Source: an optimization exercise on an open RTL-to-GDS flow (aim: small area, a short achievable clock period and few clock cycles per item). Production flows keep margins and buffers that such runs may drop. The RTL was checked by simulation tests, not by an equivalence proof against the original design.

## flow/design.v (module list and top-level ports; edited modules follow where they fit)
// module wte_correct: 2328 lines
// module wte_fa: 10 lines
// module wte_ha: 9 lines
module wte_correct (
    input  wire        clk,
    input  wire        rst,
    input  wire        cfg_we,
    input  wire [2:0]  cfg_addr,
    input  wire [31:0] cfg_wdata,
    input  wire        in_valid,
    output wire        in_ready,
    input  wire [1:0]  in_slot,
    input  wire [15:0] in_s,
    input  wire [15:0] in_dark,
    input  wire [15:0] in_gain,
    output wire        out_valid,
    input  wire        out_ready,
    output wire [15:0] out_y,
    output wire [15:0] out_v,
    output wire [15:0] neg_cnt,
    output wire [15:0] clip_cnt
);
  // ...
==> flow/flow/run.sh <==
#!/bin/bash
# Layout flow: the standard layout (standard.sh, unchanged synthesis,
# floorplan, placement, CTS, routing) with ORFS's repair_timing asked to
# leave a larger setup margin than the 13 ns clock needs, so that it sizes
# the critical paths of this pipeline. The clock period and constraints
# are the design's.
set -euo pipefail
export SETUP_SLACK_MARGIN=9
bash standard.sh > standard.log 2>&1
==> flow/standard.sh <==
#!/bin/bash
# synth_recipe.tcl (not shown) runs the flow's synth.tcl, then flattens the netlist and writes it again
# the make line also repeats each setting of config.mk as NAME=value (left out here)
make -C /OpenROAD-flow-scripts/flow DESIGN_CONFIG=/design/flow/config.mk WORK_HOME=/design/flow/orfs CLKGATE_MAP_FILE= SYNTH_SCRIPT=/design/flow/synth_recipe.tcl "${@:-finish}"
==> flow/config.mk <==
export PLATFORM = sky130hd
export DESIGN_NAME = wte_correct
export DESIGN_NICKNAME = wte_correct
export VERILOG_FILES = /design/flow/design.v
export SDC_FILE = /design/flow/constraint.sdc
export NUM_CORES = 4
export LEC_CHECK = 0
export CAP_MARGIN = 20
export CORE_MARGIN = 2
export CORE_UTILIZATION = 60
export CTS_CLUSTER_DIAMETER = 100
export CTS_CLUSTER_SIZE = 20
export PLACE_DENSITY = 0.7
export SLEW_MARGIN = 20
export SYNTH_HIERARCHICAL = 1
export SYNTH_MINIMUM_KEEP_SIZE = 0
==> flow/constraint.sdc <==
create_clock -name core_clock -period 13.0 [get_ports {clk}]
set_input_delay 2.6000 -clock core_clock [delete_from_list [all_inputs] [get_ports {clk}]]
set_output_delay 2.6000 -clock core_clock [all_outputs]
set_load 0.01 [all_outputs]
==> load_flow_metrics.sql, run 1 <==
INSERT INTO impl_metrics (metric_group, metric, value, unit) VALUES
('run_status', 'outcome', 'finished clean', ''),
('clock_tree', 'postCtsSetupBuffers', '10', ''),
('final_layout', 'antennaDiodeCount', '0', ''),
('sta', 'finalWorstSetupSlack', '9060', 'ps'),
('global_routing', 'pin_count_of_the_biggest_net_entering_global_routing', '154', ''),
('synthesis', 'synth_flop_cell', 'edfxtp_1', ''),
('worst_setup_path', 'worst_setup_path_start_kind', 'flip-flop', ''),
('placed_design', 'place_ws', '8190', 'ps'),
('die', 'initial_core_util', '60.4', '%'),
('final_layout', 'largest_registers', 'r3_a x35, r3_b x35', ''),
('sta', 'slew_headroom', '23.9', '%'),
('route', 'met2_routed_wl', '47.7', 'mm'),
('synthesis', 'synth-async-reset-ratio', '0', '%'),
('worst_setup_path', 'reg2reg_from', 'r2_negd[1]', ''),
('final_layout', 'layout.cells.most_common', 'xnor2_1', ''),
('route', 'maxUsedRoutingLayer', 'met5', ''),
('sta', 'fin_tns_setup', '0', 'ps'),
('synthesis', 'synth-compound-area-share', '13.6', '%'),
('clock_tree', 'worstSkewPairLatency', '630', 'ps'),
('synthesis', 'synth.area.mux_share', '3.65', '%'),
('worst_setup_path', 'worst-path-buf-inv', '1', ''),
('worst_setup_path', 'crit_arrival', '1340', 'ps'),
('final_layout', 'proportion_of_cell_area_occupied_by_multi_input_gates', '55.5', '%'),
('global_routing', 'grt-busiest-layer', 'met2', ''),
('final_layout', 'n_sequential_cell', '538', '');
Testbench counts, summed over its fixed seeds: cycles 16,048, items 16,000.
==> inputs of run 2 (changes only) <==
--- a/flow/design.v
+++ b/flow/design.v
@@ -2242,17 +2242,21 @@
     reg        r4_clip, r4_neg;
     always @(posedge clk) begin
         if (advance) begin
             r4_y    <= yf[15:0];
             r4_clip <= |yf[20:16];
             r4_neg  <= r3_neg;
         end
     end
-    wire [15:0] y = r4_clip ? 16'hFFFF : r4_y;
+    reg  [15:0] k_y;
+    reg         k_clip;
+    wire [15:0] src_y    = kv ? k_y    : r4_y;
+    wire        src_clip = kv ? k_clip : r4_clip;
+    wire [15:0] y = src_clip ? 16'hFFFF : src_y;
     reg  [11:0] ra;
     reg         rb;
     always @(*) begin
         case (cfg_obk)
             2'd0:    begin ra = {y[15:8], 4'hF};  rb = y[7]; end
             2'd1:    begin ra = {y[15:6], 2'b11}; rb = y[5]; end
             default: begin ra = y[15:4];          rb = y[3]; end
         endcase
@@ -2270,19 +2274,18 @@
         end else begin
             case (cfg_obk)
                 2'd0:    vred = {4'd0, rsum[11:4]};
                 2'd1:    vred = {2'd0, rsum[11:2]};
                 default: vred = rsum[11:0];
             endcase
         end
     end
-    reg  [15:0] k_y, o_y;
+    reg  [15:0] o_y;
     reg  [15:0] o_v;
-    reg  [11:0] k_v;
     wire load_o = (kv || inc) && (!ov || take);
     wire kv_n   = kv ? !take : (inc && ov && !take);
     always @(posedge clk) begin
         if (rst) begin
             v0 <= 1'b0; v1 <= 1'b0; v2 <= 1'b0; v3 <= 1'b0; v4 <= 1'b0;
             ov <= 1'b0; kv <= 1'b0; rdy <= 1'b1;
         end else begin
             if (advance) begin
@@ -2295,23 +2298,22 @@
             if (load_o)    ov <= 1'b1;
             else if (take) ov <= 1'b0;
             kv  <= kv_n;
             rdy <= !kv_n;
         end
     end
     always @(posedge clk) begin
         if (load_o) begin
-            o_y <= kv ? k_y : y;
-            o_v <= kv ? {cfg_ob16 ? k_y[15:12] : 4'd0, k_v}
-                      : {cfg_ob16 ? y[15:12] : 4'd0, vred};
+            o_y <= y;
+            o_v <= {cfg_ob16 ? y[15:12] : 4'd0, vred};
         end
         if (inc && ov && !take) begin
-            k_y <= y;
-            k_v <= vred;
+            k_y    <= r4_y;
+            k_clip <= r4_clip;
         end
     end
     reg [15:0] neg_count, clip_count;
     always @(posedge clk) begin
         if (rst || (cfg_we && cfg_addr == 3'd5)) begin
             neg_count  <= 16'd0;
             clip_count <= 16'd0;
         end else if (inc) begin
==> run 2 against run 1 <==
Final cell count shrank 1.3%. Sequential share of layout area shrank 0.42 points. Utilization grew 1.4 points. Routed wire length grew 0.36%. Critical path depth grew 16. Synthesized cell count shrank 2.1%. Highest routed layer unchanged.
==> load_flow_metrics.sql, run 2 <==
INSERT INTO impl_metrics (metric_group, metric, value, unit) VALUES
('run_status', 'outcome', 'finished clean', ''),
('route', 'vias', '28000', ''),
('hold_path', 'timing.hold.worst.class', 'flip-flop to flip-flop', ''),
('sta', 'final.hold.worst_slack', '435', 'ps'),
('final_layout', 'post_route_cells_drive_above_1_share', '7.50', '%'),
('worst_setup_path', 'setup.reg_to_reg.worst_slack', '8860', 'ps'),
('run', 'maxCapViolCount', '0', ''),
('worst_setup_path', 'cp-end-kind', 'flip-flop', ''),
('route', 'detail-route-antenna-nets', '0', ''),
('worst_setup_path', 'crit-reg2reg-capture', 'r1_x[16]', ''),
('placed_design', 'globalplace.congestion', '0.907', ''),
('route', 'vias_per_cell', '6.27', ''),
('worst_setup_path', 'cp.depth', '17', ''),
('final_layout', 'nNetsFinal', '4253', ''),
('sta', 'timing.final.crit_share', '31.8', '%'),
('die', 'core_area', '64700', 'um2'),
('die', 'die_width', '260', 'um'),
('sta', 'timing.final.setup_violations', '0', ''),
('sta', 'report.final.slew_viol_count', '0', ''),
('clock_tree', 'cts_tree', 'yes', ''),
('route', 'initialDrtViolationCount', '2769', ''),
('clock_tree', 'cts.sink_count', '527', ''),
('placed_design', 'io_buffers', '155', ''),
('die', 'die-area', '67700', 'um2'),
('synthesis', 'synthCells', '3609', ''),
('synthesis', 'postSynthRegisterBits', '527', ''),
('clock_tree', 'worstSkewPairLatency', '650', 'ps'),
('sta', 'fin_tns_setup', '0', 'ps'),
('die', 'initial_core_util', '60.9', '%'),
('route', 'drc', '0', ''),
('clock_tree', 'clock_tree.buffer_depth', '3', ''),
('worst_setup_path', 'cp-startpoint', 'r0_slot[0]', ''),
('sta', 'final_period_minus_worst_setup_slack', '4140', 'ps'),
('hold_path', 'hold_depth', '0', ''),
('global_routing', 'antenna_found_initial', '1', ''),
('route', 'wire_per_inst', '21.8', 'um'),
('synthesis', 'synth_edf_count', '353', ''),
('hold_path', 'worst_hold_path.endpoint', 'r3_neg', ''),
('final_layout', 'final-seq-area', '14100', 'um2'),
('synthesis', 'netlist.top_cell.by_area', 'edfxtp_1', ''),
('final_layout', 'syn2layout_area_growth', '8.80', '%'),
('die', 'core.rowCount', '93', ''),
('placed_design', 'placedCellCount', '4354', ''),
('synthesis', 'synth_fp_nets', '4268', ''),
('final_layout', 'fillerInstances', '4972', ''),
('synthesis', 'seq_area_frac_synth', '35.7', '%'),
('final_layout', 'largest_registers', 'r3_a x35, r3_b x35', ''),
('sta', 'fin_skew', '17.0', 'ps'),
('route', 'drt-pass1-iter-count', '6', ''),
('final_layout', 'antennaDiodeCount', '0', ''),
('synthesis', 'yosys-top-cells-area', 'edfxtp_1 27%, fa_1 17%, xnor2_1 9.9%', ''),
('synthesis', 'synth_flop_cell', 'edfxtp_1', ''),
('final_layout', 'final_cells', '4468', ''),
('worst_setup_path', 'worst_setup_path_start_kind', 'flip-flop', ''),
('final_layout', 'multiInputGateArea', '23600', 'um2'),
('synthesis', 'ys_top_cells_by_count', '444 x xnor2_1, 376 x nand2_1, 370 x a22oi_1, 353 x edfxtp_1, 337 x fa_1', ''),
('worst_setup_path', 'timing.reg2reg.worst_path_depth', '17', ''),
('worst_setup_path', 'reg2reg_from', 'r0_slot[0]', ''),
('synthesis', 'number_of_warnings_reported_in_the_yosys_synthesis_log', '7', ''),
('die', 'chipHeight', '260', 'um'),
('clock_tree', 'cts_inserted_buffers', '31', ''),
('synthesis', 'synthDistinctLibCells', '62', ''),
('global_routing', 'grt_remaining_overflow', '0', ''),
('worst_setup_path', 'crit_chain', 'buf_6, mux4_2, inv_1, fa_1, inv_2, ha_1, a21o_1, a21oi_2, o21bai_1, a21oi_2, o21bai_1, a21oi_2, o21ai_2, o41ai_2, o21ai_1, or4b_1, and3_1', ''),
('sta', 'achievable-frequency', '242', 'MHz'),
('die', 'io-pin-count', '156', ''),
('clock_tree', 'cts-hold-fix-buffers', '0', ''),
('sta', 'rsz_0062_raised_after_global_routing', 'true', ''),
('synthesis', 'synth-async-reset-ratio', '0', '%'),
('worst_setup_path', 'cpLargestDelayFamily', 'compound AO/OA/AOI/OAI gates', ''),
('worst_setup_path', 'worst_path_most_repeated_cell', 'a21oi_2', ''),
('synthesis', 'synthesized_cell_area', '39400', 'um2'),
('worst_setup_path', 'worst_path_max_delay_cell', 'mux4_2', ''),
('synthesis', 'synth.most_common_cell', 'xnor2_1', ''),
('sta', 'hold_violations', '0', ''),
('global_routing', 'pin_count_of_the_biggest_net_entering_global_routing', '193', ''),
('hold_path', 'min_from', 'r2_neg', ''),
('sta', 'worst-slew-pin-transition', '1130', 'ps'),
('worst_setup_path', 'timing_worst_setup_path_type', 'flip-flop to flip-flop', ''),
('synthesis', 'synth.top_cell.area_share', '26.9', '%'),
('worst_setup_path', 'critical_path_peak_fanout', '3', ''),
('clock_tree', 'clkSlewWorstSetupHoldPaths', '90', 'ps'),
('clock_tree', 'cts_root_buffer', 'clkbuf_16', ''),
('route', 'wl', '97.4', 'mm'),
('sta', 'slew_headroom', '24.9', '%'),
('worst_setup_path', 'crit_arrival', '4540', 'ps'),
('final_layout', 'layout.cells.most_common', 'xnor2_1', ''),
('placed_design', 'place.detailed.hpwl', '64.9', 'mm'),
('worst_setup_path', 'cpPeakStageDelay', '480', 'ps'),
('synthesis', 'synth_area_per_cell', '10.9', 'um2'),
('global_routing', 'first_pass_grt_wire_length', '154', 'mm'),
('worst_setup_path', 'cp.required', '13400', 'ps'),
('global_routing', 'grt_use_total', '28.4', '%'),
('final_layout', 'mostFrequentLayoutCells', '444 x xnor2_1, 375 x nand2_1, 366 x a22oi_1, 353 x edfxtp_1, 334 x fa_1', ''),
('clock_tree', 'h_tree_level_count', '1', ''),
('global_routing', 'first_global_vias', '28800', ''),
('worst_setup_path', 'worst-path-buf-inv', '3', '');
[run 2: how the worst max path moves through the flow]
| stage | to |
|---|---|
| floorplan | r0_d[0] |
| global placement | r1_neg |
| detailed placement | r1_x[16] |
| CTS | r1_x[16] |
| global route | r1_x[16] |
| finish | r1_x[16] |
[run 2: final cells by class]
| type | count | area share, % |
|---|---|---|
| flip-flops and latches | 527 | 32.9 |
| clock buffers | 46 | 1.94 |
| multi-input cells | 2574 | 55.0 |
| repair buffers | 262 | 5.68 |
| clock inverters | 6 | 0.266 |
| well taps | 855 | 2.50 |
| inverters | 198 | 1.74 |
[run 2: modules after synthesis, one instance, submodules excluded]
module	cell area [um2]	flip-flops and latches	times used	cells inside
wte_fa	20.0	0	320	1
wte_ha	12.5	0	44	1
wte_correct	32400	527	1	3245
[run 2: what timing repair did]
action	in CTS	in global routing
endpoints found under the setup margin	74	16
pin swaps	9	20
resized for setup	104	39
setup buffers	38	19
gates cloned	0	2
endpoints found under the hold margin	0	0
[run 2: stage by stage]
step	setup WS [ps]	utilization, %	area (um2)
global route	8700	66.3	42900
detailed placement	8380	63.7	41200
CTS	8910	65.7	42500
floorplan	7590	-	39400
finish	8860	66.3	42900
global placement	8470	63.7	41200
[run 2: cells by family after synthesis]
| family | count (synthesis) | synth area share [%] |
|---|---|---|
| muxes | 66 | 3.00 |
| DFF | 527 | 35.7 |
| buffers and inverters | 508 | 4.84 |
| AOI/OAI and AO/OA | 776 | 13.6 |
| adders and majority gates | 569 | 24.5 |
| and+or+nand+nor | 676 | 7.54 |
| xor gates and xnor gates | 487 | 10.8 |
[run 2: worst reg2reg max path, cell delays in order (launching register included)]
cell and delay (ps):
edfxtp_1 430, buf_6 140, mux4_2 480, inv_1 80, fa_1 420, inv_2 80
ha_1 220, a21o_1 170, a21oi_2 170, o21bai_1 110, a21oi_2 180, o21bai_1 100
a21oi_2 190, o21ai_2 80, o41ai_2 270, o21ai_1 150, or4b_1 470, and3_1 160
[run 2: per-layer routing]
metal / routed length, um / up-vias / GRT usage [%]
met5: 17 / - / 0
met4: 3080 / 2 / 9.68
met3: 7140 / 243 / 3.91
met2: 47900 / 1217 / 48.6
met1: 39200 / 14100 / 37.3
li1: - / 12500 / -
Testbench counts of run 2, summed over its fixed seeds: cycles 16,048, items 16,000.

[afterwards: timing with drivers on the ports]
In the flow no input, the clock included, has a driving cell. The finished layouts below were timed again as built, in two steps. Step 1 sets driving cells, clkbuf_16 on the clock port and buf_2 on the other inputs (assumed; they add their load-dependent delay and slew). Step 2 times the ports against the registers' clock, not the clock port: input delays grow and output delays shrink by t, the midpoint of the rising clock arrivals with the driver on. a / b / c = no drivers / after step 1 / after step 2; a / b = the first two.
run | shift t [ns] | slack for setup (ns) | worst setup path at the end | clock arrival spread, ns
run 1 | 0.686 | 9.056 / 8.994 / 8.478 | input to register | 0.017 / 0.017
run 2 | 0.702 | 8.865 / 8.865 / 8.581 | input to register | 0.021 / 0.021
After both steps setup and hold are still met in every run listed. For run 1, which loses most, drivers alone change the setup slack by -0.062 ns; drivers and shift together by -0.578 ns.
